Background: an optimization exercise with open tools, aiming at small area, a short achievable clock period and few clock cycles per item. Do not read the settings as production practice. The RTL was checked by simulation tests, not by an equivalence proof against the original design. Power is estimated from default activity; no workload was simulated.

// steer_hash
module steer_hash (
    input              clk,
    input              rst,         
    input              start,       
    input      [63:0]  in_cfg,      
    input      [639:0] in_key,      
    input      [319:0] in_tkey,     
    output reg         done,        
    output     [31:0]  hash
);
    localparam integer K   = 2;                  
    localparam integer QB  = 16 * K;             
    localparam integer NST = (18 + K - 1) / K;   
    localparam [31:0] CRC_POLY = 32'h82F6_3B78;    
    function [31:0] crc_col(input integer t);
        reg [31:0] v;
        reg        fb;
        integer    n;
        begin
            v = 32'd0;
            for (n = 0; n < QB; n = n + 1) begin
                fb = v[0] ^ (n == t);
                v  = (v >> 1) ^ (fb ? CRC_POLY : 32'd0);
            end
            crc_col = v;
        end
    endfunction
    function [31:0] pad_init(input integer p);
        reg [31:0] c;
        integer    n;
        begin
            c = 32'hFFFF_FFFF;
            for (n = 0; n < 16 * p; n = n + 1)
                c = {c[30:0] ^ (c[31] ? CRC_POLY[30:0] : 31'd0), c[31]};
            pad_init = ~c;
        end
    endfunction
    function integer msg_pos(input integer q);
        integer b;
        begin
            b = 15 - (q % 16);
            msg_pos = 16 * (q / 16) + ((b >= 8) ? (b - 8) : (b + 8));
        end
    endfunction
    function [K-1:0] tcomb(input [K-1:0] a, input [K-1:0] b);
        integer x, y;
        begin
            tcomb = a | b;
            for (x = 1; x < K; x = x + 1)
                for (y = 1; x + y <= K; y = y + 1)
                    tcomb[x+y-1] = tcomb[x+y-1] | (a[x-1] & b[y-1]);
        end
    endfunction
    reg            busy;
    reg            func;         
    reg  [39:0]    rem;          
    reg  [NST-1:0] step;         
    reg  [QB-1:0]  dat;          
    reg  [63:0]    win;          
    reg  [31:0]    acc;          
    wire [39:0]    in_mask = in_cfg[55:16] & {40{in_cfg[63]}};
    wire           c_func  = busy ? func : in_cfg[62];
    wire [39:0]    c_mask  = busy ? rem : in_mask;
    wire [NST-1:0] c_step  = busy ? step : {{(NST-1){1'b0}}, 1'b1};
    wire [5:0]     pnum  = {5'd0, ^in_mask};
    wire           empty = ~|in_mask;
    integer        s, h, lv;
  ...
clock: 9.0 ns
lec_check: 0
cap_margin: 20
cell_pad_in_sites_detail_placement: 1
cell_pad_in_sites_global_placement: 2
core_area: 5 5 415 415
die_area: 0 0 420 420
place_density: 0.4
setup_slack_margin: 4.0
slew_margin: 20
standard.sh (not shown) runs the stock make flow with config.mk's settings and CLKGATE_MAP_FILE= SYNTH_SCRIPT=/design/flow/synth_recipe.tcl, a recipe that flattens the netlist after the stock synthesis.
==> flow/flow/run.sh <==
#!/bin/bash
# Standard ORFS layout; port buffers use the smallest buffer cell.
set -o pipefail
bash standard.sh "BUFFER_PORTS_ARGS=-buffer_cell sky130_fd_sc_hd__buf_1" finish > standard_flow.log 2>&1
Testbench counts at the start, summed over its fixed seeds: cycles 30,055, hashes 4,800.
Edit:
Settings changed: TNS_END_PERCENT from default to 10.
The changed run ran to the end with no violations.
Hold slack gets better by 0.040 ns.
Flip-flop and latch count is unchanged.
Final area decreases by 7.8%.
Synthesized area stays the same.
Combinational power decreases by 14%.
Non-clock buffer count decreases by 218.
Power decreases by 12%.
Setup slack gets worse by 0.23 ns.
Clock power decreases by about 2%.
Wire length decreases by 5.4%.
Edit:
Settings changed: SETUP_SLACK_MARGIN 4.0 to 3.5, TNS_END_PERCENT 10 to default.
The changed run finished clean.
Sequential power is lower by about 4%.
Synthesized cell count stays the same.
Routed wire length came out lower by 0.78%.
Setup slack is worse by 0.11 ns.
Via count decreases by 1.6%.
Final area came out lower by 3.5%.

job 101:
Another version of the RTL of steer_hash (not shown whole).
For scale: roughly 1100 I/O pins, about 0.037 mm² of cells after synthesis.
==> flow/config.mk <==
export PLATFORM = sky130hd
export DESIGN_NAME = steer_hash
export DESIGN_NICKNAME = steer_hash
export VERILOG_FILES = /design/flow/design.v
export SDC_FILE = /design/flow/constraint.sdc
export NUM_CORES = 4
export LEC_CHECK = 0
export CAP_MARGIN = 20
export CELL_PAD_IN_SITES_DETAIL_PLACEMENT = 1
export CELL_PAD_IN_SITES_GLOBAL_PLACEMENT = 2
export CORE_AREA = 5 5 415 415
export DIE_AREA = 0 0 420 420
export PLACE_DENSITY = 0.4
export SETUP_SLACK_MARGIN = 3.5
export SLEW_MARGIN = 20
export TNS_END_PERCENT = 10
==> flow/constraint.sdc <==
create_clock -name core_clock -period 9.0 [get_ports {clk}]
set_input_delay 1.8000 -clock core_clock [delete_from_list [all_inputs] [get_ports {clk}]]
set_output_delay 1.8000 -clock core_clock [all_outputs]
set_load 0.01 [all_outputs]
Scripts as last shown in full above: flow/flow/run.sh
Testbench counts of job 101, summed over its fixed seeds: cycles 30,055, hashes 4,800.
Input-level comparison between job 102 and job 101:
# job 101
export LEC_CHECK = 0
export CAP_MARGIN = 20
export CELL_PAD_IN_SITES_DETAIL_PLACEMENT = 1
export CELL_PAD_IN_SITES_GLOBAL_PLACEMENT = 2
export CORE_AREA = 5 5 415 415
export DIE_AREA = 0 0 420 420
export PLACE_DENSITY = 0.4
export SETUP_SLACK_MARGIN = 3.5
export SLEW_MARGIN = 20
export TNS_END_PERCENT = 10
create_clock -name core_clock -period 9.0 [get_ports {clk}]
# job 102
export LEC_CHECK = 0
export CAP_MARGIN = 20
export CELL_PAD_IN_SITES_DETAIL_PLACEMENT = 1
export CELL_PAD_IN_SITES_GLOBAL_PLACEMENT = 2
export CORE_AREA = 5 5 395 395
export DIE_AREA = 0 0 400 400
export PLACE_DENSITY = 0.4
export SETUP_SLACK_MARGIN = 4.0
export SLEW_MARGIN = 20
export TNS_END_PERCENT = 10
create_clock -name core_clock -period 9.0 [get_ports {clk}]
Notes after the runs:
Job 102: PASS, flow complete, no timing, DRC or antenna violations. Job 101 -> job 102: overall power after layout increased by a few percent. Changes observed in job 102 relative to job 101: global-route wire length before repair picked up an extra 0.74%, detailed placement HPWL lost about 2%, met3 track demand over resource in global routing picked up an extra 3.7 points, worst hold slack lost 0.018 ns. Diff job 101 -> job 102: clock period minus final worst setup slack dropped 0.30 ns; total iterations of the first detailed-routing run climbed 3; clock latency on the worst-skew pair barely changed.

-- afterwards: timing with drivers on the ports --
How much do the figures lean on ideal ports? The routed layouts below were timed once more, with nothing changed but the port constraints.
Step 1, drivers: a clkbuf_16 drives clk and a buf_2 each remaining input, both assumed.
Step 2 times the ports against the registers' clock, not the clock port: input delays grow and output delays shrink by t, the midpoint of the rising clock arrivals with the driver on.
a / b / c = ideal ports / drivers / drivers and shift; a / b = the first two.
| run | shift t [ns] | slack for setup (ns) | worst hold slack (ns) | clock arrival spread, ns | slew at the worst register clock pin (ns) |
|---|---|---|---|---|---|
| the first run of note 1 | 0.583 | 3.632 / 3.468 / 2.885 | 0.465 / 0.465 / 0.465 | 0.039 / 0.039 | 0.11 / 0.11 |
| the second run of note 1 | 0.585 | 3.406 / 3.415 / 2.829 | 0.506 / 0.506 / 0.506 | 0.029 / 0.029 | 0.10 / 0.10 |
| the third run of note 1 | 0.605 | 3.299 / 3.243 / 2.638 | 0.482 / 0.482 / 0.482 | 0.031 / 0.031 | 0.10 / 0.10 |
| job 101 | 0.607 | 3.197 / 3.165 / 2.558 | 0.491 / 0.491 / 0.491 | 0.046 / 0.047 | 0.12 / 0.12 |
| job 102 | 0.615 | 3.494 / 3.497 / 2.882 | 0.472 / 0.472 / 0.472 | 0.054 / 0.054 | 0.11 / 0.11 |
After both steps setup and hold are still met in every run listed. For the first run of note 1, which loses most, drivers alone change the setup slack by -0.164 ns; drivers and shift together by -0.747 ns.
